Background: an optimization exercise with open tools, aiming at small area. Do not read the settings as production practice. The RTL was checked by simulation tests, not by an equivalence proof against the original design.

==> design/flow/design.v <==
module hall_add #(
    parameter W = 32
) (
    input  wire [W-1:0] a,
    input  wire [W-1:0] b,
    input  wire         ci,
    output wire [W-1:0] s,
    output wire         co
);
    wire [W:0] c;
    assign c[0] = ci;
    genvar i;
    generate
        for (i = 0; i < W; i = i + 1) begin : g_bit
            assign s[i]   = a[i] ^ b[i] ^ c[i];
            assign c[i+1] = (a[i] & b[i]) | (c[i] & (a[i] ^ b[i]));
        end
    endgenerate
    assign co = c[W];
endmodule
module hall_tracker (
    input  wire        clk,
    input  wire        rst,
    input  wire        hdir,
    input  wire [10:0] hofs,
    input  wire [8:0]  spdto,
    input  wire [6:0]  invmax,
    input  wire [15:0] cpmm,
    input  wire        cmd_valid,
    output wire        cmd_ready,
    input  wire [1:0]  cmd_op,
    input  wire [31:0] cmd_tgate,
    input  wire [2:0]  cmd_hst,
    input  wire        cmd_ovf,
    input  wire [1:0]  cmd_ne,
    input  wire [31:0] cmd_ts0,
    input  wire [2:0]  cmd_st0,
    input  wire [31:0] cmd_ts1,
    input  wire [2:0]  cmd_st1,
    input  wire [31:0] cmd_delta,
    output reg  [2:0]  hstate,
    output reg  [2:0]  sector,
    output reg         still,
    output reg         dir,
    output reg  [1:0]  posq,
    output reg         hinv,
    output reg         hflt,
    output reg         hskip,
    output reg         spdsat,
    output reg         edgeovr,
    output reg         nots,
    output reg  [15:0] raw,
    output reg  [31:0] track,
    output reg  [31:0] pos,
    output reg  [15:0] spd,
    output reg  [15:0] v4,
    output reg  [31:0] edget,
    output wire [31:0] edgei,
    output reg  [10:0] elpos,
    output reg  [7:0]  frac,
    output reg  [7:0]  invcnt,
    output reg  [7:0]  skipcnt,
    output reg  [7:0]  ovrcnt,
    output reg  [7:0]  misscnt
);
    localparam OP_FRAME   = 2'd0;
    localparam OP_MISSED  = 2'd1;
    localparam OP_REHOME  = 2'd2;
    localparam [5:0] S_IDLE = 6'd0,
                     S_TO   = 6'd1,
                     S_REC  = 6'd2,
                     S_E1   = 6'd3,
                     S_E2   = 6'd4,
                     S_E3   = 6'd5,
                     S_SDIV = 6'd6,
                     S_SFIN = 6'd7,
                     S_POST = 6'd8,
                     S_SY1  = 6'd9,
                     S_SY2  = 6'd10,
                     S_SY3  = 6'd11,
                     S_FR0  = 6'd12,
                     S_FR1  = 6'd13,
                     S_FR2  = 6'd14,
                     S_FR3  = 6'd15,
                     S_FRD  = 6'd16,
                     S_D1   = 6'd17,
                     S_D2   = 6'd18,
                     S_D3   = 6'd19,
                     S_V1   = 6'd20,
                     S_V2   = 6'd21,
                     S_V3   = 6'd22,
                     S_V4   = 6'd23,
                     S_V5   = 6'd24,
                     S_V6   = 6'd25,
                     S_V7   = 6'd26,
                     S_V8   = 6'd27,
                     S_V9   = 6'd28,
                     S_P1   = 6'd29,
                     S_P2   = 6'd30,
                     S_P3   = 6'd31,
                     S_P4   = 6'd32,
                     S_P5   = 6'd33,
                     S_P6   = 6'd34,
                     S_P7   = 6'd35,
                     S_P8   = 6'd36,
                     S_RH   = 6'd37,
                     S_P9   = 6'd38,
                     S_VA   = 6'd39,
                     S_VB   = 6'd40,
                     S_CLR  = 6'd41;
    localparam [37:0] K1 = 38'd100000000000;    
    reg [5:0] st;
    reg [5:0] cnt;
    assign cmd_ready = (st == S_IDLE);
    wire   clr = (st == S_CLR);
    reg        missed;
    reg [31:0] yr;           
    reg [2:0]  st0r, st1r;
    reg [1:0]  ne_r;
    reg [1:0]  ri;
    reg        ref_ok, seen, lastpos, first, tlast_ok, hist_ok;
    reg [1:0]  nival;
    reg [25:0] ival0, ival1;
    reg        ez;           
    reg [7:0]  invrun;
    reg [3:0]  rs_cur;
    reg [1:0]  dw_cur;
    reg [3:0]  rs1, rs2, rs3;
    reg [1:0]  dw1, dw2, dw3;
    reg [8:0]  g0, g1, g2, g3;
    reg        inval_e, inval_l, neg_r, two_r, sat, q1b, dbsel, sgn, divgo, rnd;
    reg [15:0] ra;
    reg [31:0] rb;
    assign edgei = {6'd0, ival0 & {26{!ez}}};
    wire [25:0] acc = {v4, elpos[9:0]};
    function [3:0] sector_of;
        input [2:0] s;
        case (s)
            3'b001: sector_of = {1'b1, 3'd0};
            3'b011: sector_of = {1'b1, 3'd1};
            3'b010: sector_of = {1'b1, 3'd2};
            3'b110: sector_of = {1'b1, 3'd3};
            3'b100: sector_of = {1'b1, 3'd4};
            3'b101: sector_of = {1'b1, 3'd5};
            default: sector_of = 4'd0;
        endcase
    endfunction
    wire        rec_edge  = (ri < ne_r);
    wire [2:0]  rec_state = rec_edge ? (ri[0] ? st1r : st0r) : hstate;
    wire [3:0]  rec_dec   = sector_of(rec_state);
    wire        rec_valid = rec_dec[3];
    wire [2:0]  rec_sec   = rec_dec[2:0];
    wire [2:0]  rec_d     = (rec_sec >= sector) ? (rec_sec - sector)
                                                : (rec_sec + 3'd6 - sector);
    wire        rec_two   = (rec_d == 3'd2) || (rec_d == 3'd4);
    wire        rec_up    = (rec_d == 3'd1) || (rec_d == 3'd2);
    wire        rec_neg   = rec_up ? hdir : ~hdir;
    wire [3:0]  rec_cnt   = rec_neg ? (rec_two ? 4'hE : 4'hF) : (rec_two ? 4'd2 : 4'd1);
    wire        rec_count = rec_valid && ref_ok && (rec_d != 3'd0) && (rec_d != 3'd3);
    function [7:0] inc8;
        input [7:0] v;
        reg c;
        integer i;
        begin
            c = ~&v;
            for (i = 0; i < 8; i = i + 1) begin
                inc8[i] = v[i] ^ c;
                c = c & v[i];
            end
        end
    endfunction
    function [5:0] inc6;
        input [5:0] v;
        reg c;
        integer i;
        begin
            c = 1'b1;
            for (i = 0; i < 6; i = i + 1) begin
                inc6[i] = v[i] ^ c;
                c = c & v[i];
            end
        end
    endfunction
    reg         sa_bit;
    wire [16:0] sa_num  = {ra, sa_bit};
    wire [16:0] sa_diff;
    wire        sa_ge;
    hall_add #(.W(17)) u_sa (.a(sa_num), .b(~{1'b0, cpmm}), .ci(1'b1), .s(sa_diff), .co(sa_ge));
    wire [15:0] sa_rem  = sa_ge ? sa_diff[15:0] : sa_num[15:0];
    wire [38:0] kv   = {K1, 1'b0};
    reg         kbit;
    integer     kk;
    always @* begin
        kbit = 1'b0;
        for (kk = 0; kk < 38; kk = kk + 1)
            if (cnt == kk) kbit = two_r ? kv[37 - kk] : kv[38 - kk];
    end
    localparam [3:0] A_ZERO = 4'd0, A_RB = 4'd1, A_RBSH = 4'd2, A_POS = 4'd3,
                     A_Y = 4'd4, A_ACC = 4'd5, A_CPMM = 4'd6, A_HI = 4'd7,
                     A_RAW = 4'd8, A_TRACK = 4'd9;
    localparam [3:0] B_ZERO = 4'd0, B_EDGET = 4'd1, B_DB = 4'd2, B_ASH2 = 4'd3,
                     B_RS = 4'd4, B_G0 = 4'd5, B_SPD = 4'd6, B_RA = 4'd7,
                     B_FRAC = 4'd8, B_HOFS = 4'd9, B_1536 = 4'd10, B_RB = 4'd11;
    reg  [3:0]  asel, bsel;
    reg         ginv, gcin;
    reg  [2:0]  hi3;
    reg         dbx;
    reg  [2:0]  rsel;
    reg  [3:0]  rsx;
    reg  [31:0] ga, gb;
    wire        asc  = !seen || (lastpos != hdir);
    wire [25:0] dbv  = (dbsel | dbx) ? ival1 : ival0;
    always @* begin
        case (rsel)
            3'd0: rsx = rs1;
            3'd1: rsx = rs2;
            3'd2: rsx = rs3;
            3'd3: rsx = rs_cur;
            default: rsx = rec_cnt;
        endcase
    end
    always @* begin
        case (asel)
            A_RB:    ga = rb;
            A_RBSH:  ga = {rb[30:0], q1b};
            A_POS:   ga = pos;
            A_Y:     ga = yr;
            A_ACC:   ga = {6'd0, acc};
            A_CPMM:  ga = {16'd0, cpmm};
            A_HI:    ga = {21'd0, hi3, 8'd0};
            A_RAW:   ga = {16'd0, raw};
            A_TRACK: ga = track;
            default: ga = 32'd0;
        endcase
        case (bsel)
            B_EDGET: gb = edget;
            B_DB:    gb = {6'd0, dbv};
            B_ASH2:  gb = {ga[29:0], 2'b00};
            B_RS:    gb = {{28{rsx[3]}}, rsx};
            B_G0:    gb = {23'd0, g0};
            B_SPD:   gb = {16'd0, spd};
            B_RA:    gb = {16'd0, ra};
            B_FRAC:  gb = {24'd0, frac};
            B_HOFS:  gb = {21'd0, hofs};
            B_1536:  gb = 32'd1536;
            B_RB:    gb = rb;
            default: gb = 32'd0;
        endcase
    end
    wire [31:0] gout;
    wire        gco;
    hall_add #(.W(32)) u_ga (.a(ga), .b(gb ^ {32{ginv}}), .ci(gcin), .s(gout), .co(gco));
    wire        ovf_p = !ga[31] && !gb[31] &&  gout[31];
    wire        ovf_n =  ga[31] &&  gb[31] && !gout[31];
    wire [1:0]  dW = dw1 + dw2 + dw3 + dw_cur;
    wire [3:0]  rs_add;
    hall_add #(.W(4)) u_rs (.a(rs_cur), .b(rec_cnt), .ci(1'b0), .s(rs_add), .co());
    always @* begin
        asel = A_ZERO; bsel = B_ZERO; ginv = 1'b0; gcin = 1'b0;
        hi3 = 3'd0; rsel = 3'd4; dbx = 1'b0; sa_bit = 1'b0;
        case (st)
            S_TO:   begin asel = A_ACC; bsel = B_ASH2; end
            S_REC:  begin asel = A_RAW; bsel = B_RS; end
            S_E1:   begin asel = ri[0] ? A_Y : A_RB; bsel = B_EDGET; ginv = 1'b1; gcin = 1'b1; end
            S_E2:   begin asel = A_ACC; bsel = B_RB; ginv = 1'b1; gcin = 1'b1; end
            S_E3:   begin asel = A_RB; bsel = B_EDGET; end
            S_SDIV: begin
                if (cnt != 6'd0) begin
                    asel = A_RBSH; bsel = B_DB; ginv = 1'b1; gcin = 1'b1;
                end
                sa_bit = kbit;
            end
            S_SFIN: begin bsel = B_SPD; ginv = neg_r; gcin = neg_r; end
            S_SY1:  begin asel = A_POS; bsel = B_EDGET; ginv = 1'b1; gcin = 1'b1; end
            S_SY2:  begin asel = A_ACC; bsel = B_RB; ginv = 1'b1; gcin = 1'b1; end
            S_SY3:  begin asel = A_TRACK; bsel = B_RS; rsel = 3'd3; end
            S_FR0:  begin bsel = B_DB; end
            S_FR1:  begin asel = A_RB; bsel = B_DB; dbx = 1'b1; ginv = 1'b1; gcin = 1'b1; end
            S_FR2:  begin asel = A_POS; bsel = B_DB; ginv = 1'b1; gcin = 1'b1; end
            S_FR3:  begin asel = A_POS; end
            S_FRD:  begin asel = A_RBSH; bsel = B_DB; ginv = 1'b1; gcin = 1'b1; end
            S_D1:   begin asel = A_HI; hi3 = sector + {2'd0, !asc}; bsel = B_HOFS; end
            S_D2:   begin asel = A_RB; bsel = B_FRAC; ginv = !asc; gcin = !asc; end
            S_D3:   begin asel = A_RB; bsel = B_1536; ginv = 1'b1; gcin = 1'b1; end
            S_V1:   begin bsel = B_RS; rsel = 3'd0; gcin = !lastpos; end
            S_V2:   begin asel = A_RB; bsel = B_RS; rsel = {1'b0, cnt[1:0]}; end
            S_VA:   begin asel = A_RB; bsel = B_FRAC; ginv = !lastpos; gcin = !lastpos; end
            S_VB:   begin asel = A_RB; bsel = B_G0; ginv = 1'b1; gcin = 1'b1; end
            S_V4:   begin bsel = B_RB; ginv = rb[31]; gcin = rb[31]; end
            S_V5:   begin asel = A_RB; bsel = B_ASH2; end
            S_V7:   begin sa_bit = rb[31]; end
            S_V8:   begin bsel = B_RB; ginv = neg_r; gcin = neg_r; end
            S_V9:   begin asel = A_HI; hi3 = {2'd0, !lastpos}; bsel = B_FRAC; ginv = !lastpos; gcin = !lastpos; end
            S_P1:   begin asel = A_TRACK; end
            S_P2:   begin sa_bit = pos[31] ^ sgn; end
            S_P3:   begin asel = sgn ? A_CPMM : A_ZERO; bsel = B_RA; ginv = sgn; end
            S_P4:   begin asel = A_RB; bsel = B_ASH2; end
            S_P5:   begin asel = A_POS; bsel = B_ASH2; end
            S_P7:   begin sa_bit = cnt[5] ? 1'b0 : rb[31]; end
            S_P8:   begin asel = A_POS; bsel = B_RB; gcin = rnd; end
            S_RH:   begin asel = A_TRACK; bsel = B_RB; end
            default: ;
        endcase
    end
    always @(posedge clk) begin
        if (rst) st <= S_CLR;
        else case (st)
            S_CLR:  st <= S_IDLE;
            S_IDLE: if (cmd_valid) begin
                case (cmd_op)
                    OP_FRAME, OP_MISSED: st <= S_TO;
                    OP_REHOME:           st <= S_RH;
                    default:             ;
                endcase
            end
            S_TO:   if (cnt == 6'd4) st <= missed ? S_SY1 : S_REC;
            S_REC:  if (rec_count && rec_edge) st <= S_E1;
                    else if (ri == ne_r) st <= S_POST;
            S_E1:   st <= S_E2;
            S_E2:   st <= S_E3;
            S_E3:   st <= divgo ? S_SDIV : S_REC;
            S_SDIV: if (cnt == 6'd38) st <= S_SFIN;
            S_SFIN: st <= S_REC;
            S_POST: st <= S_SY1;
            S_SY1:  st <= S_SY2;
            S_SY2:  st <= S_SY3;
            S_SY3:  st <= S_FR0;
            S_FR0:  st <= (seen && !still && !nots && nival != 2'd0) ? S_FR1 : S_D1;
            S_FR1:  st <= S_FR2;
            S_FR2:  st <= gco ? S_D1 : S_FR3;
            S_FR3:  st <= S_FRD;
            S_FRD:  if (cnt == 6'd7) st <= S_D1;
            S_D1:   st <= S_D2;
            S_D2:   st <= S_D3;
            S_D3:   st <= S_V1;
            S_V1:   st <= hist_ok ? S_V2 : S_V9;
            S_V2:   if (cnt == 6'd3) st <= S_V3;
            S_V3:   if (cnt == 6'd7) st <= S_VA;
            S_VA:   st <= S_VB;
            S_VB:   st <= S_V4;
            S_V4:   st <= (still || dW != 2'd0) ? S_V9 : S_V5;
            S_V5:   if (cnt == 6'd6) st <= S_V6;
            S_V6:   if (cnt == 6'd2) st <= S_V7;
            S_V7:   if (cnt == 6'd27) st <= S_V8;
            S_V8:   st <= S_V9;
            S_V9:   st <= S_P1;
            S_P1:   st <= S_P2;
            S_P2:   if (cnt == 6'd31) st <= S_P3;
            S_P3:   st <= S_P4;
            S_P4:   if (cnt == 6'd2) st <= S_P5;
            S_P5:   if (cnt == 6'd2) st <= S_P6;
            S_P6:   if (cnt == 6'd2) st <= S_P7;
            S_P7:   if (cnt == 6'd34) st <= S_P9;
            S_P9:   st <= S_P8;
            S_P8:   st <= S_IDLE;
            S_RH:   st <= S_P1;
            default: st <= S_IDLE;
        endcase
    end
    always @(posedge clk) begin
        case (st)
            S_TO, S_SDIV, S_FRD, S_V2, S_V3, S_V5, S_V6, S_V7,
            S_P2, S_P4, S_P5, S_P6, S_P7: begin
                if ((st == S_TO   && cnt == 6'd4)  || (st == S_SDIV && cnt == 6'd38) ||
                    (st == S_FRD  && cnt == 6'd7)  || (st == S_V3  && cnt == 6'd7)  ||
                    (st == S_V2   && cnt == 6'd3)  ||
                    (st == S_V5   && cnt == 6'd6)  || (st == S_V6  && cnt == 6'd2)  ||
                    (st == S_V7   && cnt == 6'd27) || (st == S_P2  && cnt == 6'd31) ||
                    (st == S_P4   && cnt == 6'd2)  || (st == S_P5  && cnt == 6'd2)  ||
                    (st == S_P6   && cnt == 6'd2)  || (st == S_P7  && cnt == 6'd34))
                    cnt <= 6'd0;
                else
                    cnt <= inc6(cnt);
            end
            S_V1:   cnt <= 6'd1;
            default: cnt <= 6'd0;
        endcase
    end
    always @(posedge clk) begin
        case (st)
            S_IDLE: if (cmd_valid) begin
                rb      <= (cmd_op == OP_REHOME) ? cmd_delta : cmd_ts0;
                yr      <= cmd_ts1;
                st0r    <= cmd_st0;
                st1r    <= cmd_st1;
                ne_r    <= (cmd_ne > 2'd2) ? 2'd2 : cmd_ne;
                ri      <= 2'd0;
                inval_e <= 1'b0;
                inval_l <= 1'b0;
                dbsel   <= 1'b0;
                missed  <= cmd_op[0];
                rs_cur  <= 4'd0;
            end
            S_REC: begin
                if (!(rec_count && rec_edge)) ri <= ri + 2'd1;
                if (!rec_valid) begin
                    if (rec_edge) inval_e <= 1'b1;
                    else          inval_l <= 1'b1;
                end
                if (rec_count) begin
                    rs_cur <= rs_add;
                    neg_r  <= rec_neg;
                    two_r  <= rec_two;
                end
            end
            S_E1: rb <= gout;                
            S_E2: begin
                divgo <= !(!tlast_ok || still || !gco || first);
                if (!(!tlast_ok || still || !gco || first)) begin
                    ival1 <= ival0;
                    ival0 <= rb[25:0];
                end
            end
            S_E3: begin
                ra  <= 16'd0;
                q1b <= 1'b0;
                sat <= 1'b0;
                if (!divgo) ri <= ri + 2'd1;
            end
            S_SDIV: begin
                if (cnt != 6'd38) begin
                    ra  <= sa_rem;
                    q1b <= sa_ge;
                end
                if (cnt == 6'd0)
                    rb <= gout;              
                else
                    rb <= gco ? gout : {rb[30:0], q1b};
                if (cnt != 6'd0 && gco && cnt <= 6'd23) sat <= 1'b1;
            end
            S_SFIN: ri <= ri + 2'd1;
            S_SY1:  rb <= gout;              
            S_SY3: begin
                if (ovf_n)      dw_cur <= dw_cur + 2'd1;
                else if (ovf_p) dw_cur <= dw_cur - 2'd1;
            end
            S_FR0:  rb <= gout;              
            S_FR1:  dbsel <= (nival == 2'd2) && !gco;
            S_FR3: begin
                rb  <= gout;
                q1b <= 1'b0;
            end
            S_FRD:  rb <= gco ? gout : {rb[30:0], 1'b0};
            S_D1, S_D2, S_V1, S_V2, S_VA, S_VB, S_V5, S_P3, S_P4: rb <= gout;
            S_V3:   rb <= {rb[30:0], 1'b0};
            S_V4: begin
                neg_r <= rb[31];
                rb    <= gout;
            end
            S_V6: begin
                rb <= {rb[30:0], 1'b0};
                ra <= 16'd0;
            end
            S_V7, S_P7: begin
                ra <= sa_rem;
                rb <= {rb[30:0], sa_ge};
            end
            S_V9: begin
                if (hist_ok) begin
                    g0 <= g1; g1 <= g2; g2 <= g3;
                    rs1 <= rs2; rs2 <= rs3; rs3 <= rs_cur;
                    dw1 <= dw2; dw2 <= dw3; dw3 <= dw_cur;
                end else begin
                    g0 <= gout[8:0]; g1 <= gout[8:0]; g2 <= gout[8:0];
                    rs1 <= 4'd0; rs2 <= 4'd0; rs3 <= 4'd0;
                    dw1 <= 2'd0; dw2 <= 2'd0; dw3 <= 2'd0;
                end
                g3     <= gout[8:0];
                dw_cur <= 2'd0;
            end
            S_P1: begin
                sgn <= track[31];
                ra  <= 16'd0;
            end
            S_P2:   ra <= sa_rem;
            S_P6:   ra <= 16'd0;
            S_P9:   rnd <= sa_ge;            
            S_RH: begin
                if (ovf_n)      dw_cur <= dw_cur + 2'd1;
                else if (ovf_p) dw_cur <= dw_cur - 2'd1;
            end
            default: ;
        endcase
    end
    always @(posedge clk) begin
        case (st)
            S_CLR: begin
                hstate   <= 3'd0;  sector <= 3'd0; still <= 1'b1; dir <= 1'b0;
                posq     <= 2'd0;  hinv   <= 1'b0; hflt  <= 1'b0; hskip <= 1'b0;
                spdsat   <= 1'b0;  edgeovr <= 1'b0; nots <= 1'b0;
                raw      <= gout[15:0]; track <= gout; pos <= gout;
                spd      <= gout[15:0]; v4 <= gout[15:0];
                edget    <= gout;  ez <= 1'b1; elpos <= gout[10:0]; frac <= 8'd128;
                invcnt   <= 8'd0;  skipcnt <= 8'd0; ovrcnt <= 8'd0; misscnt <= 8'd0;
                ref_ok   <= 1'b0;  seen   <= 1'b0; lastpos <= 1'b1; first <= 1'b0;
                tlast_ok <= 1'b0;  hist_ok <= 1'b0; nival <= 2'd0;
                invrun   <= 8'd0;
            end
            S_IDLE: if (cmd_valid) begin
                case (cmd_op)
                OP_FRAME, OP_MISSED: begin
                    {hinv, hflt, hskip, spdsat, edgeovr} <= 5'd0;
                    pos <= cmd_tgate;
                    {v4, elpos[9:0]} <= {12'd0, spdto, 5'd0};
                    if (cmd_op == OP_FRAME) begin
                        hstate <= cmd_hst;
                        if (cmd_ovf) begin
                            edgeovr <= 1'b1;
                            ovrcnt  <= inc8(ovrcnt);
                        end
                    end else begin
                        misscnt <= inc8(misscnt);
                        nots    <= 1'b1;
                        first   <= 1'b1;
                    end
                end
                OP_REHOME: ;
                default: begin
                    ref_ok  <= 1'b0;
                    seen    <= 1'b0;
                    frac    <= 8'd128;
                    lastpos <= 1'b1;
                end
                endcase
            end
            S_TO: {v4, elpos[9:0]} <= gout[25:0];
            S_REC: begin
                if (!rec_valid) begin
                end else if (!ref_ok) begin
                    sector <= rec_sec;
                    ref_ok <= 1'b1;
                end else if (rec_d == 3'd3) begin
                    hskip   <= 1'b1;
                    skipcnt <= inc8(skipcnt);
                    if (posq == 2'd2) posq <= 2'd1;
                    sector  <= rec_sec;
                    nots    <= 1'b1;
                    first   <= 1'b1;
                end else if (rec_d != 3'd0) begin
                    raw     <= gout[15:0];
                    sector  <= rec_sec;
                    seen    <= 1'b1;
                    lastpos <= !rec_neg;
                    dir     <= rec_neg;
                    if (!rec_edge) begin
                        nots  <= 1'b1;
                        first <= 1'b1;
                    end
                end
            end
            S_E2: begin
                if (!tlast_ok || still || !gco) begin
                    spd   <= 16'd0;
                    ez    <= 1'b1;
                    nival <= 2'd0;
                    frac  <= 8'd0;
                end else if (first) begin
                    frac  <= 8'd0;
                    ez    <= 1'b1;
                end
                still    <= 1'b0;
                first    <= 1'b0;
                tlast_ok <= 1'b1;
            end
            S_E3: edget <= gout;
            S_SDIV: if (cnt != 6'd0) spd <= {spd[14:0], gco};
            S_SFIN: begin
                if (sat) begin
                    spd    <= neg_r ? 16'h8001 : 16'h7FFF;
                    spdsat <= 1'b1;
                end else begin
                    spd    <= gout[15:0];
                end
                ez    <= 1'b0;
                nival <= {nival[1] | nival[0], ~nival[1] & ~nival[0]};
                nots  <= 1'b0;
            end
            S_POST: begin
                if (inval_e || inval_l) begin
                    hinv   <= 1'b1;
                    invcnt <= inc8(invcnt);
                end
                if (inval_l) begin
                    invrun <= inc8(invrun);
                    if (inc8(invrun) == {1'b0, invmax}) begin
                        hflt <= 1'b1;
                        if (posq == 2'd2) posq <= 2'd1;
                    end
                end else begin
                    invrun <= 8'd0;
                end
            end
            S_SY1: pos <= gout;              
            S_SY2: if (tlast_ok && !still && !gco) begin
                still <= 1'b1;
                spd   <= 16'd0;
            end
            S_SY3: track <= gout;
            S_FR0: if (seen && !still && !nots && nival == 2'd0) frac <= 8'd0;
            S_FR2: if (gco) frac <= 8'd255;
            S_FRD: frac <= {frac[6:0], gco};
            S_D3:  elpos <= gco ? gout[10:0] : rb[10:0];
            S_V1:  if (!hist_ok) v4 <= 16'd0;
            S_V4:  if (still)
                       v4 <= 16'd0;
                   else if (dW != 2'd0)
                       v4 <= (dW == 2'd3 || (dW == 2'd2 && !rb[31])) ? 16'h8001 : 16'h7FFF;
            S_V8:  if (|rb[27:15])
                       v4 <= neg_r ? 16'h8001 : 16'h7FFF;
                   else
                       v4 <= gout[15:0];
            S_V9:  hist_ok <= 1'b1;
            S_P1:  pos <= gout;              
            S_P2:  pos <= {pos[30:0], sa_ge ^ sgn};
            S_P5:  pos <= gout;
            S_P6:  pos <= {pos[30:0], 1'b0};
            S_P8:  pos <= gout;
            S_RH: begin
                track <= gout;
                posq  <= 2'd2;
            end
            default: ;
        endcase
    end
endmodule
==> design/flow/run.sh <==
#!/bin/bash
# synth_recipe.tcl (not shown) runs the flow's synth.tcl, then flattens the netlist and writes it again
# the make line also repeats each setting of config.mk as NAME=value (left out here)
make -C /OpenROAD-flow-scripts/flow DESIGN_CONFIG=/design/flow/config.mk WORK_HOME=/design/flow/orfs CLKGATE_MAP_FILE= SYNTH_SCRIPT=/design/flow/synth_recipe.tcl finish
==> design/flow/config.mk <==
export PLATFORM = sky130hd
export DESIGN_NAME = hall_tracker
export DESIGN_NICKNAME = hall_tracker
export VERILOG_FILES = /design/flow/design.v
export SDC_FILE = /design/flow/constraint.sdc
export NUM_CORES = 4
export LEC_CHECK = 0
export ABC_AREA = 1
export CAP_MARGIN = 20
export CORE_MARGIN = 2
export CORE_UTILIZATION = 40
export CTS_BUF_LIST = sky130_fd_sc_hd__clkbuf_8
export SLEW_MARGIN = 20
==> design/flow/constraint.sdc <==
create_clock -name core_clock -period 20.0 [get_ports {clk}]
set_input_delay 4.0000 -clock core_clock [delete_from_list [all_inputs] [get_ports {clk}]]
set_output_delay 4.0000 -clock core_clock [all_outputs]
set_load 0.01 [all_outputs]
==> flow_summary.json, run 1 <==
{
  "route.detailed.drc": 0,
  "worstHoldEndpoint": "ival1[16]",
  "synth_area_sq_um": 26400,
  "hp-start": "ival0[16]",
  "cts.sinks": 453,
  "tightest_slew_ps": 1150,
  "synthToLayoutAreaGrowth_pct": 26.8,
  "post-route-period-util_pct": 97.3,
  "drt_iter0_drc": 3468,
  "critPathMaxFanout": 8,
  "clk_latency_ps": 700,
  "hpwlAfterDp_um": 97600,
  "place_congestion": 0.986,
  "rr_worst_depth": 65,
  "cpPeakStageDelay_ps": 470,
  "wire_per_inst_um": 29.0,
  "dieWidth_um": 261,
  "start_kind": "input port",
  "yosys_warnings": 1,
  "whs_ps": 439,
  "boundaryPins": 433,
  "rsz0062_at_grt": "no",
  "maxCapViolCount": 0,
  "synth-edff-count": 441,
  "postSynthCellCount": 2933,
  "place_ws_ps": -961,
  "grtUsageTotal_pct": 36.3,
  "fp-row-count": 94,
  "drt_wl_total_um": 126000,
  "wl_met1_um": 52500,
  "yosysUniqueCellTypes": 63,
  "cts_root_buffer": "clkbuf_8",
  "cts_tree": "yes",
  "skew_ps": 28.9,
  "cts_hold_buf": 0,
  "critPathKind": "input port to register",
  "synth.most_common_cell": "nand2_1",
  "top_layer": "met5",
  "die_h_um": 261,
  "final_layout_size_suffix_gt1_share_pct": 8.83,
  "clockBufferDepth": 3,
  "cts.clk_slew.worst_paths_ps": 60,
  "arrival_ps": 19860,
  "numCtsBuffers": 82,
  "grt_max_degree": 59,
  "drv_slew": 0,
  "fin_setup_tns_ps": 0,
  "grt_pass1_wl_um": 175000,
  "synth.area.top_cells": "edfxtp_1 50%, nand2_1 11%, inv_1 5.0%",
  "final_cell_area_sq_um": 33400,
  "fin_nets": 3699,
  "endpoint_kind": "register",
  "synth_top_area_share_pct": 50.2,
  "initial_utilization_pct": 40.3,
  "vias_per_cell": 5.84,
  "core_sq_um": 65500,
  "cpMaxStageDelayCell": "fa_1",
  "hold_viol": 0,
  "ant_nets": 0,
  "max_freq_ghz": 0.0514,
  "antenna_found_initial": 4,
  "synth_ff_type": "edfxtp_1",
  "min_path_type": "register to register",
  "grt_remaining_overflow": 0,
  "r2r-end": "frac[0]",
  "port_buffers": 426,
  "async_reset_ff_share_pct": 0,
  "path_common_cell": "fa_1",
  "critPathRequiredTime_ps": 20400,
  "hold_depth": 0,
  "grt_pass1_vias": 24163,
  "reg2reg_from": "ri[0]",
  "relSlewSlack_pct": 22.5,
  "setup_viol": 0,
  "regToRegSetupSlack_ps": 1010,
  "dieArea_sq_um": 68000,
  "cts_htree_levels": 3,
  "avgSynthCellArea_sq_um": 8.99,
  "placed_area_sq_um": 31800,
  "vias": 25288,
  "fin_ws_ps": 541,
  "wl_met2_um": 51600,
  "first_pass_iters": 5,
  "synth_common_cells": "766 x nand2_1, 441 x edfxtp_1, 354 x inv_1",
  "min_period_ps": 19460,
  "ys_seq_area_share_pct": 51.1,
  "synth_seq_cells": 453,
  "yosys.area.top_type": "edfxtp_1",
  "status": "finished clean",
  "wl_met3_um": 17600
}
==> through the flow <==
| stage | std cells | utilization (%) |
|---|---|---|
| after global routing | 4332 | 51.1 |
| after global placement | 4183 | 48.6 |
| after CTS | 4330 | 51.0 |
| after floorplan | 2938 | - |
| after detailed placement | 4183 | 48.6 |
| final | 4332 | 51.1 |
==> registers in the layout (all words and copies together) (netlist names), 8 cells and up <==
register	count
invrun	8
g0	9
frac	8
ival1	26
track	32
edget	32
g3	9
g2	9
elpos	11
skipcnt	8
ra	16
raw	16
pos	32
misscnt	8
v4	16
yr	32
g1	9
spd	16
rb	32
invcnt	8
ovrcnt	8
ival0	26
==> critical path: cells and delay by family <==
kind / cells / cell delay [ps]
AO/OA/AOI/OAI: 2 / 260
adder cells (fa/ha/maj): 32 / 13260
buffers and inverters: 9 / 1350
AND/OR/NAND/NOR: 9 / 980
==> metal layers <==
layer / global-route usage (%) / vias up
li1: - / 10971
met1: 52.4 / 12348
met2: 50.9 / 1732
met3: 12.7 / 235
met4: 11.1 / 2
met5: 0 / -
==> how the worst max path moves through the flow <==
stage,from,endpoint,slack [ps],depth (start not counted)
2_1_floorplan,hdir,spd[0],40,49
3_3_place_gp,hdir,frac[6],-730,51
3_5_place_dp,hdir,frac[4],-960,51
4_1_cts,hdir,spd[14],30,49
5_1_grt,hdir,frac[0],50,52
6_report,hdir,frac[0],540,52
==> cell type report <==
type / count / area, sq um
fillers: 6092 / 32100
flip-flops and latches: 453 / 13500
multi-input cells: 1984 / 11000
diodes: 1 / 2.50
clock buffers: 83 / 1140
well taps: 864 / 1080
repair buffers: 506 / 4910
clock inverters: 63 / 402
inverters: 378 / 1420
==> kinds of logic after synthesis <==
group                    synth area share (%)
AND/OR/NAND/NOR                          22.9
buffers and inverters                    7.67
flip-flops                               51.1
AO/OA/AOI/OAI                            11.0
adder cells (fa/ha/maj)                  6.43
XOR/XNOR                                0.863
other                                  0.0142
==> placed cells by master (no fill, tap or decap), types with 15 or more instances in the layout <==
cell type | synthesis | layout
o211ai_1 | 35 | 35
a22oi_1 | 34 | 34
o221ai_1 | 24 | 24
clkdlybuf4s50_1 | 0 | 426
fa_2 | 0 | 15
inv_1 | 354 | 369
o22ai_1 | 19 | 19
buf_4 | 12 | 75
fa_1 | 51 | 36
nand2_2 | 19 | 21
nor2_1 | 315 | 310
nand4_1 | 77 | 77
a21oi_1 | 98 | 98
nand2_1 | 766 | 764
ha_1 | 54 | 54
edfxtp_1 | 441 | 441
nor3_1 | 45 | 44
o2111ai_1 | 21 | 21
clkinv_1 | 4 | 25
clkbuf_8 | 0 | 83
inv_2 | 19 | 23
nand3_1 | 121 | 121
o21ai_0 | 115 | 114
==> timing repair <==
action                                  CTS  global route
buffers inserted                          1             0
resized for setup                         6            10
endpoints found under the setup margin  100           132
pin swaps                                 1             0
==> run 2, diff against run 1 <==
--- a/design/flow/config.mk
+++ b/design/flow/config.mk
@@ -10,4 +10,3 @@
 export CORE_MARGIN = 2
 export CORE_UTILIZATION = 40
-export CTS_BUF_LIST = sky130_fd_sc_hd__clkbuf_8
 export SLEW_MARGIN = 20
==> flow_summary.json, run 2 <==
{
  "numCtsBuffers": 54,
  "antenna_found_initial": 2,
  "relSlewSlack_pct": 24.0,
  "cts_htree_levels": 2,
  "place_ws_ps": -961,
  "path_common_cell": "fa_2",
  "avgSynthCellArea_sq_um": 8.99,
  "synthToLayoutAreaGrowth_pct": 27.5,
  "cts.clk_slew.worst_paths_ps": 60,
  "grt_pass1_vias": 23948,
  "final_cell_area_sq_um": 33600,
  "cts.sinks": 453,
  "port_buffers": 426,
  "first_pass_iters": 6,
  "yosysUniqueCellTypes": 63,
  "dieWidth_um": 261,
  "synth_area_sq_um": 26400,
  "ys_seq_area_share_pct": 51.1,
  "critPathRequiredTime_ps": 20340,
  "fp-row-count": 94,
  "min_path_type": "register to register",
  "cpMaxStageDelayCell": "fa_1",
  "cts_root_buffer": "clkbuf_16",
  "final_cell_mix": "764 x nand2_1, 441 x edfxtp_1, 426 x clkdlybuf4s50_1",
  "drv_slew": 0,
  "core_sq_um": 65500,
  "endpoint_kind": "register",
  "synth.most_common_cell": "nand2_1",
  "skew_ps": 32.8,
  "clk_latency_ps": 630,
  "drt_iter0_drc": 3666,
  "yosys.area.top_type": "edfxtp_1",
  "setup_viol": 0,
  "synth_top_area_share_pct": 50.2,
  "post-route-period-util_pct": 97.4,
  "ant_nets": 0,
  "status": "finished clean",
  "critPathMaxFanout": 8,
  "initial_utilization_pct": 40.3,
  "vias_per_cell": 5.90,
  "wire_per_inst_um": 29.2,
  "synth-edff-count": 441,
  "clockBufferDepth": 3,
  "boundaryPins": 433,
  "postSynthCellCount": 2933,
  "drt_wl_total_um": 125000,
  "synth_common_cells": "766 x nand2_1, 441 x edfxtp_1, 354 x inv_1",
  "synth.area.top_cells": "edfxtp_1 50%, nand2_1 11%, inv_1 5.0%",
  "final_common_cell": "nand2_1",
  "min_period_ps": 19490,
  "grtUsageTotal_pct": 36.1,
  "arrival_ps": 19820,
  "hpwlAfterDp_um": 97600,
  "hold_viol": 0,
  "cts_tree": "yes",
  "n_fill_cell": 6026,
  "maxCapViolCount": 0,
  "tightest_slew_ps": 1130,
  "grt_max_degree": 59,
  "route.detailed.drc": 0,
  "vias": 25289,
  "fin_ws_ps": 512,
  "yosys_warnings": 1,
  "placed_area_sq_um": 31800,
  "async_reset_ff_share_pct": 0,
  "synth_seq_cells": 453,
  "grt_pass1_wl_um": 174000,
  "dieArea_sq_um": 68000,
  "synth_ff_type": "edfxtp_1",
  "place_congestion": 0.986,
  "start_kind": "input port",
  "critPathKind": "input port to register",
  "final_layout_size_suffix_gt1_share_pct": 8.07,
  "die_h_um": 261,
  "max_freq_ghz": 0.0513,
  "rsz0062_at_grt": "no",
  "cts_hold_buf": 0,
  "cpPeakStageDelay_ps": 470,
  "insertedDiodeCount": 0,
  "fin_nets": 3672,
  "grt_remaining_overflow": 0
}
==> run 2: cell counts after synthesis <==
Identical to the previous run, type by type.
==> run 2: final cells by class <==
class                           instances  area, sq um  area share (%)
Clock inverter                         31          268           0.796
Multi-Input combinational cell       1984        11000            32.7
Timing Repair Buffer                  507         4940            14.7
Sequential cell                       453        13500            40.1
Inverter                              378         1420            4.23
Tap cell                              864         1080            3.21
Clock buffer                           68         1430            4.24
==> run 2: what timing repair did <==
| item | CTS | global route |
|---|---|---|
| buffers inserted | 2 | 0 |
| pin swaps | 2 | 0 |
| gates cloned | 1 | 0 |
| setup endpoints to repair | 104 | 132 |
| resized for setup | 10 | 10 |
==> run 2: stage by stage <==
stage	hold slack [ps]	TNS [ps]	instances	util [%]
floorplan	426	0	2938	-
global placement	429	-72070	4183	48.6
detailed placement	435	-102180	4183	48.6
CTS	437	0	4285	51.3
global route	448	0	4285	51.3
finish	443	0	4285	51.3
==> run 2: worst max-delay path, delay by kind of cell <==
kind | cells | cell delay [ps]
AO/OA/AOI/OAI | 3 | 460
AND/OR/NAND/NOR | 8 | 780
adder cells (fa/ha/maj) | 32 | 13140
buffers and inverters | 10 | 1440
==> run 2: routing by layer <==
| metal | part of all wire, % | global-route usage, % | vias up |
|---|---|---|---|
| met1 | 42 | 52.6 | 12396 |
| met4 | 3.4 | 11.2 | 4 |
| met3 | 14 | 11.7 | 211 |
| met5 | 0.022 | 0 | - |
| li1 | - | - | 10907 |
| met2 | 41 | 50.5 | 1771 |
==> run 2: kinds of logic after synthesis <==
| kind of cell | count (synthesis) | synth area share (%) |
|---|---|---|
| other | 1 | 0.0142 |
| buffers and inverters | 501 | 7.67 |
| adders and majority gates | 105 | 6.43 |
| DFF | 453 | 51.1 |
| and+or+nand+nor | 1406 | 22.9 |
| xor gates and xnor gates | 26 | 0.863 |
| AOI/OAI and AO/OA | 441 | 11.0 |
==> run 2: worst paths after layout <==
check / startpoint / end / slack, ps / cells past startpoint
setup / recovery: hdir / spd[12] / 510 / 53
hold / removal: ival0[13] / ival1[13] / 440 / 0
setup reg to reg: ri[0] / spd[12] / 1050 / 66
hold reg to reg: ival0[13] / ival1[13] / 440 / 0
==> run 3, diff against run 2 <==
==> design/flow/flow/run.sh (new file) <==
#!/bin/bash
# Standard layout, with plain buf_1 cells as the port buffers.
set -euo pipefail
export BUFFER_PORTS_ARGS="-buffer_cell sky130_fd_sc_hd__buf_1"
bash standard.sh > standard.log 2>&1
==> design/flow/standard.sh (new file) <==
#!/bin/bash
# synth_recipe.tcl (not shown) runs the flow's synth.tcl, then flattens the netlist and writes it again
# the make line also repeats each setting of config.mk as NAME=value (left out here)
make -C /OpenROAD-flow-scripts/flow DESIGN_CONFIG=/design/flow/config.mk WORK_HOME=/design/flow/orfs CLKGATE_MAP_FILE= SYNTH_SCRIPT=/design/flow/synth_recipe.tcl "${@:-finish}"
removed: design/flow/run.sh
==> flow_summary.json, run 3 <==
{
  "core_sq_um": 65500,
  "final_common_cell": "nand2_1",
  "place_congestion": 1.07,
  "post-route-period-util_pct": 97.2,
  "async_reset_ff_share_pct": 0,
  "dieArea_sq_um": 68000,
  "cts.clk_slew.worst_paths_ps": 70,
  "synth_common_cells": "766 x nand2_1, 441 x edfxtp_1, 354 x inv_1",
  "endpoint_kind": "register",
  "hold_viol": 0,
  "grt_max_degree": 59,
  "rr_worst_depth": 63,
  "rsz0062_at_grt": "no",
  "clk_latency_ps": 650,
  "hold_depth": 0,
  "min_period_ps": 19430,
  "drv_slew": 0,
  "setup_viol": 0,
  "first_pass_iters": 8,
  "status": "finished clean",
  "grtUsageTotal_pct": 33.3,
  "grt_remaining_overflow": 0,
  "dieWidth_um": 261,
  "place_ws_ps": -470,
  "arrival_ps": 19780,
  "n_fill_cell": 6478,
  "route.detailed.drc": 0,
  "drt_wl_total_um": 117000,
  "synth_top_area_share_pct": 50.2,
  "cts_tree": "yes",
  "yosysUniqueCellTypes": 63,
  "critPathKind": "input port to register",
  "boundaryPins": 433,
  "cts.sinks": 453,
  "start_kind": "input port",
  "critPathMaxFanout": 8,
  "synth.most_common_cell": "nand2_1",
  "synth-edff-count": 441,
  "fin_nets": 3666,
  "relSlewSlack_pct": 22.3,
  "final_cell_mix": "765 x nand2_1, 441 x edfxtp_1, 426 x buf_1",
  "cpMaxStageDelayCell": "fa_1",
  "cpPeakStageDelay_ps": 470,
  "die_h_um": 261,
  "port_buffers": 426,
  "grt_pass1_wl_um": 161000,
  "yosys_warnings": 1,
  "yosys.area.top_type": "edfxtp_1",
  "numCtsBuffers": 52,
  "hpwlAfterDp_um": 89000,
  "cts_root_buffer": "clkbuf_16",
  "min_path_type": "register to register",
  "critPathRequiredTime_ps": 20340,
  "max_freq_ghz": 0.0515,
  "wire_per_inst_um": 27.3,
  "cts_hold_buf": 0,
  "synth_ff_type": "edfxtp_1",
  "cts_htree_levels": 2,
  "vias_per_cell": 5.80,
  "maxCapViolCount": 0,
  "postSynthCellCount": 2933,
  "ant_nets": 0,
  "final_layout_size_suffix_gt1_share_pct": 7.73,
  "synthToLayoutAreaGrowth_pct": 17.4,
  "avgSynthCellArea_sq_um": 8.99,
  "skew_ps": 55.0,
  "fin_setup_tns_ps": 0,
  "fin_ws_ps": 566,
  "synth_seq_cells": 453,
  "synth.area.top_cells": "edfxtp_1 50%, nand2_1 11%, inv_1 5.0%",
  "drt_iter0_drc": 3921,
  "vias": 24812,
  "path_common_cell": "fa_1",
  "initial_utilization_pct": 40.3,
  "synth_area_sq_um": 26400,
  "antenna_found_initial": 0,
  "clockBufferDepth": 3,
  "grt_pass1_vias": 22616,
  "ys_seq_area_share_pct": 51.1,
  "tightest_slew_ps": 1160,
  "fp-row-count": 94
}
run 3: worst paths after layout:
path / endpoint / start / slack [ps]
worst max register to register: spd[1] / ri[1] / 990
worst min register to register: ival1[20] / ival0[20] / 450
worst min-delay path: ival1[20] / ival0[20] / 450
worst max-delay path: spd[1] / hdir / 570
run 3: routing by layer:
metal	part of all wire, %	global-route usage, %	vias up
li1	-	-	10892
met5	0	0	-
met2	41	46.0	1843
met3	15	11.6	219
met1	41	48.0	11858
met4	3.9	11.4	0
run 3: logic make-up (layout without fill, tap and decap cells):
group                      count (synthesis)  in the layout  share of synthesized area (%)
buffers and inverters                    501            977                           7.67
xor gates and xnor gates                  26             26                          0.863
other                                      1              7                         0.0142
adders and majority gates                105            105                           6.43
AOI/OAI and AO/OA                        441            441                           11.0
DFF                                      453            453                           51.1
and+or+nand+nor                         1406           1406                           22.9
run 3: area by class of cell:
class	count	area [sq um]	share of cell area [%]
Inverter	378	1420	4.59
Multi-Input combinational cell	1984	11000	35.5
Sequential cell	453	13500	43.5
Antenna cell	1	2.50	0.00808
Clock inverter	30	355	1.15
Clock buffer	66	1380	4.44
Tap cell	864	1080	3.49
Timing Repair Buffer	503	2240	7.25
run 3: stage by stage:
stage	std cells	utilization (%)	hold slack, ps	area, sq um
3_3_place_gp	4180	44.5	428	29200
5_1_grt	4278	47.3	450	31000
3_5_place_dp	4180	44.5	432	29200
2_1_floorplan	2938	-	426	26500
4_1_cts	4276	47.2	445	30900
6_report	4279	47.3	446	31000
run 3: what timing repair did:
item                                    in CTS  in global routing
setup buffers                                0                  0
endpoints found under the setup margin       0                127
resized for setup                            0                 12
run 3: worst max-delay path, delay by kind of cell:
| kind | cells | cell delay (ps) |
|---|---|---|
| buf+inv | 9 | 920 |
| simple gates | 8 | 730 |
| compound gates | 3 | 620 |
| fa+ha+maj | 32 | 13520 |
==> run 4, diff against run 3 <==
--- a/design/flow/config.mk
+++ b/design/flow/config.mk
@@ -10,3 +10,5 @@
 export CORE_MARGIN = 2
 export CORE_UTILIZATION = 40
+export CTS_BUF_LIST = sky130_fd_sc_hd__clkbuf_4
+export CTS_CLUSTER_SIZE = 20
 export SLEW_MARGIN = 20
==> flow_summary.json, run 4 <==
{
  "status": "finished clean",
  "synth-edff-count": 441,
  "grtUsageTotal_pct": 33.8,
  "dieWidth_um": 261,
  "avgSynthCellArea_sq_um": 8.99,
  "endpoint_kind": "register",
  "rr_worst_depth": 62,
  "max_freq_ghz": 0.0516,
  "hp-start": "ival0[6]",
  "antenna_found_initial": 5,
  "synth_seq_cells": 453,
  "boundaryPins": 433,
  "rsz0062_at_grt": "no",
  "port_buffers": 426,
  "yosysUniqueCellTypes": 63,
  "yosys.area.top_type": "edfxtp_1",
  "grt_remaining_overflow": 0,
  "clk_latency_ps": 1040,
  "synth_top_area_share_pct": 50.2,
  "tightest_slew_ps": 1180,
  "critPathKind": "input port to register",
  "route.detailed.drc": 0,
  "n_fill_cell": 6522,
  "hold_depth": 0,
  "initial_utilization_pct": 40.3,
  "hpwlAfterDp_um": 89000,
  "cts_hold_buf": 0,
  "yosys_warnings": 1,
  "cpPeakStageDelay_ps": 480,
  "drv_slew": 0,
  "cts_htree_levels": 4,
  "fin_nets": 3751,
  "cts_tree": "yes",
  "grt_pass1_vias": 23403,
  "post-route-period-util_pct": 96.9,
  "cts.clk_slew.worst_paths_ps": 70,
  "synth.most_common_cell": "nand2_1",
  "final_cell_mix": "764 x nand2_1, 441 x edfxtp_1, 426 x buf_1",
  "min_period_ps": 19380,
  "cts.sinks": 453,
  "fin_setup_tns_ps": 0,
  "critPathRequiredTime_ps": 20690,
  "clockBufferDepth": 3,
  "async_reset_ff_share_pct": 0,
  "grt_util_met2_pct": 46.0,
  "fp-row-count": 94,
  "place_ws_ps": -470,
  "wire_per_inst_um": 26.6,
  "grt_use_met1_pct": 47.7,
  "skew_ps": 86.5,
  "grt.met3_usage_pct": 13.1,
  "synth_common_cells": "766 x nand2_1, 441 x edfxtp_1, 354 x inv_1",
  "vias": 25472,
  "final_layout_size_suffix_gt1_share_pct": 11.4,
  "die_h_um": 261,
  "first_pass_iters": 6,
  "final_core_util_pct": 47.5,
  "r2r-end": "spd[1]",
  "cts_root_buffer": "clkbuf_4",
  "hold_viol": 0,
  "postSynthCellCount": 2933,
  "busiest_layer": "met1",
  "place_congestion": 1.07,
  "maxCapViolCount": 0,
  "fin_ws_ps": 621,
  "final_common_cell": "nand2_1",
  "synth_ff_type": "edfxtp_1",
  "drt_wl_total_um": 118000,
  "cpMaxStageDelayCell": "fa_1",
  "worstHoldEndpoint": "ival1[6]",
  "dieArea_sq_um": 68000,
  "synth.area.top_cells": "edfxtp_1 50%, nand2_1 11%, inv_1 5.0%",
  "arrival_ps": 20070,
  "grt_pass1_wl_um": 163000,
  "start_kind": "input port",
  "synth_area_sq_um": 26400,
  "ant_nets": 0,
  "grt_max_degree": 59,
  "drt_iter0_drc": 3585,
  "ys_seq_area_share_pct": 51.1,
  "critPathMaxFanout": 16,
  "core_sq_um": 65500,
  "setup_viol": 0,
  "numCtsBuffers": 134,
  "synthToLayoutAreaGrowth_pct": 17.9,
  "vias_per_cell": 5.75,
  "relSlewSlack_pct": 20.8,
  "path_common_cell": "fa_1",
  "min_path_type": "register to register",
  "reg2reg_from": "ri[1]",
  "regToRegSetupSlack_ps": 830
}
## run 4: logic make-up after synthesis
family | Yosys count | share of synthesized area, %
adders and majority gates | 105 | 6.43
DFF | 453 | 51.1
other | 1 | 0.0142
buffers and inverters | 501 | 7.67
AOI/OAI and AO/OA | 441 | 11.0
and+or+nand+nor | 1406 | 22.9
xor gates and xnor gates | 26 | 0.863
## run 4: worst max-delay path, delay by kind of cell
family	cells	cell delay, ps
AOI/OAI and AO/OA	3	500
adders and majority gates	32	13880
buffers and inverters	9	960
and+or+nand+nor	8	740
## run 4: through the flow
| step | instance area (sq um) | hold slack, ps | cells |
|---|---|---|---|
| finish | 31100 | 420 | 4429 |
| global route | 31100 | 412 | 4429 |
| CTS | 31000 | 404 | 4419 |
| detailed placement | 29200 | 432 | 4180 |
| global placement | 29200 | 428 | 4180 |
| floorplan | 26500 | 426 | 2938 |
## run 4: cell type report
type                       count  area (sq um)  share of cell area [%]
timing repair buffer         505          2240                    7.21
clock buffer                 199          1490                    4.80
clock inverter                40           349                    1.12
inverter                     378          1420                    4.57
sequential                   453         13500                    43.4
tap                          864          1080                    3.48
multi-input combinational   1985         11000                    35.4
antenna                        5          12.5                  0.0402
## run 4: timing repair
item / in CTS / in global routing
setup buffers: 0 / 3
gates resized for setup: 0 / 7
endpoints found under the setup margin: 0 / 129
## run 4: worst max path at each step
| stage | slack [ps] | startpoint | to |
|---|---|---|---|
| finish | 620 | hdir | spd[1] |
| global route | 20 | ri[0] | spd[1] |
| CTS | 500 | ri[1] | spd[1] |
| detailed placement | -470 | hdir | spd[13] |
| global placement | -250 | hdir | spd[13] |
| floorplan | 40 | hdir | spd[0] |
## run 4: layer usage
layer	vias to the layer above	routed length, um
li1	11168	-
met1	12176	47500
met2	1877	47700
met3	249	17700
met4	2	4730
met5	-	117
==> run 5, diff against run 4 <==
--- a/design/flow/config.mk
+++ b/design/flow/config.mk
@@ -10,5 +10,4 @@
 export CORE_MARGIN = 2
 export CORE_UTILIZATION = 40
-export CTS_BUF_LIST = sky130_fd_sc_hd__clkbuf_4
-export CTS_CLUSTER_SIZE = 20
+export CTS_BUF_LIST = sky130_fd_sc_hd__clkbuf_8
 export SLEW_MARGIN = 20
==> flow_summary.json, run 5 <==
{
  "final_layout_size_suffix_gt1_share_pct": 8.44,
  "min_period_ps": 19440,
  "synth_top_area_share_pct": 50.2,
  "clockBufferDepth": 3,
  "grt_max_degree": 59,
  "antenna_found_initial": 5,
  "synth_area_sq_um": 26400,
  "cts.clk_slew.worst_paths_ps": 60,
  "fin_nets": 3699,
  "final_cell_mix": "765 x nand2_1, 441 x edfxtp_1, 426 x buf_1",
  "synth_seq_cells": 453,
  "yosys_warnings": 1,
  "endpoint_kind": "register",
  "synth_common_cells": "766 x nand2_1, 441 x edfxtp_1, 354 x inv_1",
  "cts_tree": "yes",
  "place_ws_ps": -470,
  "fp-row-count": 94,
  "max_freq_ghz": 0.0514,
  "rsz0062_at_grt": "no",
  "drt_wl_total_um": 117000,
  "cts.sinks": 453,
  "critPathMaxFanout": 8,
  "cpPeakStageDelay_ps": 470,
  "relSlewSlack_pct": 22.8,
  "cts_hold_buf": 0,
  "skew_ps": 71.2,
  "synth.area.top_cells": "edfxtp_1 50%, nand2_1 11%, inv_1 5.0%",
  "rr_worst_depth": 63,
  "arrival_ps": 19860,
  "ys_seq_area_share_pct": 51.1,
  "hpwlAfterDp_um": 89000,
  "ant_nets": 0,
  "yosys.area.top_type": "edfxtp_1",
  "tightest_slew_ps": 1150,
  "grt_pass1_wl_um": 162000,
  "clk_latency_ps": 720,
  "route.detailed.drc": 0,
  "grtUsageTotal_pct": 33.5,
  "async_reset_ff_share_pct": 0,
  "n_fill_cell": 6532,
  "whs_ps": 432,
  "final_common_cell": "nand2_1",
  "core_sq_um": 65500,
  "status": "finished clean",
  "fin_ws_ps": 560,
  "grt_pass1_vias": 22794,
  "critPathKind": "input port to register",
  "cts_htree_levels": 3,
  "yosysUniqueCellTypes": 63,
  "drt_iter0_drc": 3693,
  "vias_per_cell": 5.78,
  "maxCapViolCount": 0,
  "boundaryPins": 433,
  "start_kind": "input port",
  "port_buffers": 426,
  "die_h_um": 261,
  "dieWidth_um": 261,
  "critPathRequiredTime_ps": 20420,
  "grt_remaining_overflow": 0,
  "first_pass_iters": 8,
  "setup_viol": 0,
  "synth-edff-count": 441,
  "crit_family": "adder cells",
  "place_congestion": 1.07,
  "cts_root_buffer": "clkbuf_8",
  "path_common_cell": "fa_1",
  "drv_slew": 0,
  "synthToLayoutAreaGrowth_pct": 16.5,
  "avgSynthCellArea_sq_um": 8.99,
  "post-route-period-util_pct": 97.2,
  "dieArea_sq_um": 68000,
  "hold_depth": 0,
  "vias": 25025,
  "initial_utilization_pct": 40.3,
  "post_cts_buffers": 0,
  "synth_ff_type": "edfxtp_1",
  "synth.most_common_cell": "nand2_1",
  "cp_num_buf_inv": 9,
  "final_cell_area_sq_um": 30700,
  "min_path_type": "register to register",
  "wire_per_inst_um": 27.0,
  "crit_cells": 52,
  "numCtsBuffers": 84,
  "postSynthCellCount": 2933,
  "hold_viol": 0,
  "placed_area_sq_um": 29200,
  "cpMaxStageDelayCell": "fa_1"
}
run 5: final timing paths:
check	start	endpoint	slack (ps)
worst max-delay path	hdir	spd[7]	560
worst min-delay path	ival0[14]	ival1[14]	430
worst max register to register	ri[1]	spd[7]	980
worst min register to register	ival0[14]	ival1[14]	430
run 5: cells by family after synthesis:
logic type / share of synthesized area [%]
adder cells (fa/ha/maj): 6.43
AND/OR/NAND/NOR: 22.9
XOR/XNOR: 0.863
AO/OA/AOI/OAI: 11.0
flip-flops: 51.1
buffers and inverters: 7.67
other: 0.0142
run 5: through the flow:
stage / setup TNS (ps) / cells / util (%)
2_1_floorplan: 0 / 2938 / -
3_3_place_gp: -10650 / 4180 / 44.5
3_5_place_dp: -39060 / 4180 / 44.5
4_1_cts: 0 / 4322 / 46.8
5_1_grt: 0 / 4326 / 46.9
6_report: 0 / 4328 / 46.9
run 5: cell type report:
| type | count | area (sq um) | share of cell area (%) |
|---|---|---|---|
| Clock inverter | 57 | 312 | 1.01 |
| Timing Repair Buffer | 504 | 2260 | 7.35 |
| Antenna cell | 3 | 7.51 | 0.0244 |
| Tap cell | 864 | 1080 | 3.52 |
| Multi-Input combinational cell | 1984 | 11000 | 35.8 |
| Sequential cell | 453 | 13500 | 43.9 |
| Inverter | 378 | 1420 | 4.62 |
| Clock buffer | 85 | 1170 | 3.81 |
run 5: routing by layer:
| layer | global-route usage (%) | routed length [um] |
|---|---|---|
| met1 | 48.1 | 47300 |
| met2 | 45.8 | 47400 |
| met3 | 12.0 | 17600 |
| met4 | 12.8 | 4450 |
| met5 | 0 | 25 |
run 5: timing repair:
item,in CTS,in global routing
endpoints found under the hold margin,0,0
gates resized for setup,0,12
setup endpoints to repair,0,128
==> run 6, diff against run 5 <==
--- a/design/flow/design.v
+++ b/design/flow/design.v
@@ -108,5 +108,7 @@
                      S_VA   = 6'd39,
                      S_VB   = 6'd40,
-                     S_CLR  = 6'd41;
+                     S_CLR  = 6'd41,
+                     S_RAW  = 6'd42,
+                     S_PST2 = 6'd43;
     localparam [37:0] K1 = 38'd100000000000;    
     reg [5:0] st;
@@ -170,4 +172,8 @@
         end
     endfunction
+    wire [7:0] inc_in = (st == S_IDLE) ? (cmd_op[0] ? misscnt : ovrcnt) :
+                        (st == S_REC)  ? skipcnt :
+                        (st == S_POST) ? invcnt : invrun;
+    wire [7:0] inc_out = inc8(inc_in);
     function [5:0] inc6;
         input [5:0] v;
@@ -217,5 +223,5 @@
             3'd2: rsx = rs3;
             3'd3: rsx = rs_cur;
-            default: rsx = rec_cnt;
+            default: rsx = neg_r ? (two_r ? 4'hE : 4'hF) : (two_r ? 4'd2 : 4'd1);
         endcase
     end
@@ -261,5 +267,5 @@
         case (st)
             S_TO:   begin asel = A_ACC; bsel = B_ASH2; end
-            S_REC:  begin asel = A_RAW; bsel = B_RS; end
+            S_RAW:  begin asel = A_RAW; bsel = B_RS; end
             S_E1:   begin asel = ri[0] ? A_Y : A_RB; bsel = B_EDGET; ginv = 1'b1; gcin = 1'b1; end
             S_E2:   begin asel = A_ACC; bsel = B_RB; ginv = 1'b1; gcin = 1'b1; end
@@ -315,6 +321,9 @@
             end
             S_TO:   if (cnt == 6'd4) st <= missed ? S_SY1 : S_REC;
-            S_REC:  if (rec_count && rec_edge) st <= S_E1;
+            S_REC:  if (rec_count) st <= S_RAW;
                     else if (ri == ne_r) st <= S_POST;
+            S_RAW:  if (rec_edge) st <= S_E1;
+                    else if (ri == ne_r) st <= S_POST;
+                    else st <= S_REC;
             S_E1:   st <= S_E2;
             S_E2:   st <= S_E3;
@@ -322,5 +331,6 @@
             S_SDIV: if (cnt == 6'd38) st <= S_SFIN;
             S_SFIN: st <= S_REC;
-            S_POST: st <= S_SY1;
+            S_POST: st <= S_PST2;
+            S_PST2: st <= S_SY1;
             S_SY1:  st <= S_SY2;
             S_SY2:  st <= S_SY3;
@@ -393,5 +403,5 @@
             end
             S_REC: begin
-                if (!(rec_count && rec_edge)) ri <= ri + 2'd1;
+                if (!rec_count) ri <= ri + 2'd1;
                 if (!rec_valid) begin
                     if (rec_edge) inval_e <= 1'b1;
@@ -404,4 +414,5 @@
                 end
             end
+            S_RAW: if (!rec_edge) ri <= ri + 2'd1;
             S_E1: rb <= gout;                
             S_E2: begin
@@ -507,8 +518,8 @@
                         if (cmd_ovf) begin
                             edgeovr <= 1'b1;
-                            ovrcnt  <= inc8(ovrcnt);
+                            ovrcnt  <= inc_out;
                         end
                     end else begin
-                        misscnt <= inc8(misscnt);
+                        misscnt <= inc_out;
                         nots    <= 1'b1;
                         first   <= 1'b1;
@@ -532,5 +543,5 @@
                 end else if (rec_d == 3'd3) begin
                     hskip   <= 1'b1;
-                    skipcnt <= inc8(skipcnt);
+                    skipcnt <= inc_out;
                     if (posq == 2'd2) posq <= 2'd1;
                     sector  <= rec_sec;
@@ -538,5 +549,4 @@
                     first   <= 1'b1;
                 end else if (rec_d != 3'd0) begin
-                    raw     <= gout[15:0];
                     sector  <= rec_sec;
                     seen    <= 1'b1;
@@ -563,4 +573,5 @@
                 tlast_ok <= 1'b1;
             end
+            S_RAW: raw <= gout[15:0];
             S_E3: edget <= gout;
             S_SDIV: if (cnt != 6'd0) spd <= {spd[14:0], gco};
@@ -579,9 +590,11 @@
                 if (inval_e || inval_l) begin
                     hinv   <= 1'b1;
-                    invcnt <= inc8(invcnt);
+                    invcnt <= inc_out;
                 end
+            end
+            S_PST2: begin
                 if (inval_l) begin
-                    invrun <= inc8(invrun);
-                    if (inc8(invrun) == {1'b0, invmax}) begin
+                    invrun <= inc_out;
+                    if (inc_out == {1'b0, invmax}) begin
                         hflt <= 1'b1;
                         if (posq == 2'd2) posq <= 2'd1;
==> flow_summary.json, run 6 <==
{
  "status": "finished clean",
  "cts_tree": "yes",
  "postSynthCellCount": 2846,
  "min_period_ps": 19540,
  "yosys.area.top_type": "edfxtp_1",
  "yosysUniqueCellTypes": 64,
  "path_common_cell": "fa_1",
  "die_h_um": 257,
  "vias": 24766,
  "cts.sinks": 453,
  "critPathMaxFanout": 8,
  "synth_ff_type": "edfxtp_1",
  "grt_use_met1_pct": 45.7,
  "clk_latency_ps": 710,
  "grt_max_degree": 59,
  "first_pass_iters": 8,
  "initial_utilization_pct": 40.6,
  "synth_common_cells": "832 x nand2_1, 441 x edfxtp_1, 268 x nor2_1",
  "grt.met3_usage_pct": 9.06,
  "dieArea_sq_um": 66100,
  "regToRegSetupSlack_ps": 2030,
  "grt_pass1_wl_um": 163000,
  "wire_per_inst_um": 27.3,
  "hp-start": "ival0[1]",
  "boundaryPins": 433,
  "max_freq_ghz": 0.0512,
  "placed_area_sq_um": 28500,
  "ant_nets": 0,
  "drt_iter0_drc": 3654,
  "synth.area.top_cells": "edfxtp_1 52%, nand2_1 12%, fa_1 4.0%",
  "place_congestion": 0.996,
  "avgSynthCellArea_sq_um": 9.01,
  "synth.most_common_cell": "nand2_1",
  "final_layout_size_suffix_gt1_share_pct": 8.66,
  "relSlewSlack_pct": 22.2,
  "cts_hold_buf": 0,
  "maxCapViolCount": 0,
  "arrival_ps": 19960,
  "cts_htree_levels": 3,
  "hold_viol": 0,
  "rsz0062_at_grt": "no",
  "min_path_type": "register to register",
  "busiest_layer": "met2",
  "tightest_slew_ps": 1150,
  "async_reset_ff_share_pct": 0,
  "whs_ps": 442,
  "yosys_warnings": 1,
  "setup_viol": 0,
  "final_cell_area_sq_um": 30200,
  "crit_start": "hdir",
  "vias_per_cell": 5.85,
  "post-route-period-util_pct": 97.7,
  "stdcell_count": 4233,
  "grt_pass1_vias": 23180,
  "final_common_cell": "nand2_1",
  "reg2reg_from": "st[0]",
  "fin_nets": 3589,
  "port_buffers": 426,
  "endpoint_kind": "register",
  "fp-row-count": 92,
  "cpMaxStageDelayCell": "fa_1",
  "antenna_found_initial": 7,
  "grt_remaining_overflow": 0,
  "critPathKind": "input port to register",
  "synthToLayoutAreaGrowth_pct": 17.7,
  "critPathRequiredTime_ps": 20420,
  "ys_seq_area_share_pct": 52.6,
  "drv_slew": 0,
  "dp.cells": 4081,
  "cpPeakStageDelay_ps": 480,
  "synth-edff-count": 441,
  "skew_ps": 46.1,
  "grt_util_met2_pct": 51.4,
  "drt_wl_total_um": 116000,
  "dieWidth_um": 257,
  "synth_seq_cells": 453,
  "grtUsageTotal_pct": 34.2,
  "cts_root_buffer": "clkbuf_8",
  "synth_area_sq_um": 25600,
  "hpwlAfterDp_um": 86500,
  "synth_top_area_share_pct": 51.6,
  "clockBufferDepth": 3,
  "final_cell_mix": "830 x nand2_1, 441 x edfxtp_1, 426 x buf_1",
  "route.detailed.drc": 0,
  "core_sq_um": 63200,
  "cts.clk_slew.worst_paths_ps": 60,
  "numCtsBuffers": 84,
  "start_kind": "input port"
}
## run 6: cell types whose count changed after synthesis, moves of 11 or more
cell and delta:
buf_2 -13, ha_1 -28, a31oi_1 +31, clkbuf_1 +22, nand2_1 +66, nand4_1 -14
nand3_1 +21, nor2_1 -47, nor3_1 -11, o21ai_0 -11, inv_1 -88
## run 6: final cells by class
type	count	area (sq um)
sequential	453	13500
tap	846	1060
inverter	294	1110
fill	6212	33000
antenna	2	5.00
timing repair buffer	515	2340
clock inverter	64	395
multi-input combinational	1975	10600
clock buffer	84	1160
## run 6: final timing paths
kind                    to  depth (start not counted)
setup / recovery    spd[0]                         54
hold / removal    ival1[1]                          0
setup reg to reg    spd[0]                         58
hold reg to reg   ival1[1]                          0
## run 6: critical path: cells and delay by family
kind / cells / cell delay [ps]
buf+inv: 11 / 1190
fa+ha+maj: 32 / 13250
compound gates: 5 / 900
simple gates: 6 / 610
## run 6: cell families after synthesis
logic type / share of synthesized area (%)
and+or+nand+nor: 23.1
DFF: 52.6
AOI/OAI and AO/OA: 11.4
buffers and inverters: 6.53
adders and majority gates: 5.25
xor gates and xnor gates: 0.952
muxes: 0.195
other: 0.0146
## run 6: repair_timing
action	in CTS	in global routing
resized for setup	0	9
setup endpoints to repair	0	129
buffers inserted	0	1
## run 6: routing by layer
metal	wire [um]	part of all wire, %
met4	6010	5.2
met5	36	0.031
met1	45000	39
met3	14000	12
met2	50600	44
## run 6: stage by stage
step / util [%] / setup WS (ps) / setup TNS (ps)
6_report: 47.7 / 456 / 0
5_1_grt: 47.7 / 13.9 / 0
4_1_cts: 47.6 / 105 / 0
3_5_place_dp: 45.2 / -563 / -42970
3_3_place_gp: 45.2 / -409 / -27890
2_1_floorplan: - / 18.2 / 0

==> re-timing with driven ports <==
In the flow no input, the clock included, has a driving cell. The finished layouts below were timed again as built, in two steps.
Step 1 (the two cells are an assumption about what drives the block):
set clk [get_ports {clk}]
set_driving_cell -lib_cell sky130_fd_sc_hd__clkbuf_16 $clk
set_driving_cell -lib_cell sky130_fd_sc_hd__buf_2 [delete_from_list [all_inputs] $clk]
Step 2, shift: input delay + t, output delay - t, t = (earliest + latest rising clock arrival at the registers) / 2. This alone moves slack from input paths to output paths.
Three values: ideal ports, drivers, drivers and shift; two values: the first two.
run	t (ns)	setup slack, ns	worst setup path after step 2
run 1	0.744	0.541 / 0.532 / -0.213	input to register
run 2	0.682	0.512 / 0.526 / -0.157	input to register
run 3	0.685	0.566 / 0.567 / -0.118	input to register
run 4	1.058	0.621 / 0.616 / -0.442	input to register
run 5	0.746	0.560 / 0.559 / -0.187	input to register
run 6	0.753	0.456 / 0.497 / -0.256	input to register
With both steps, setup timing fails in every run listed, where it was met with ideal ports. For run 4, which loses most, drivers alone change the setup slack by -0.005 ns; drivers and shift together by -1.063 ns.
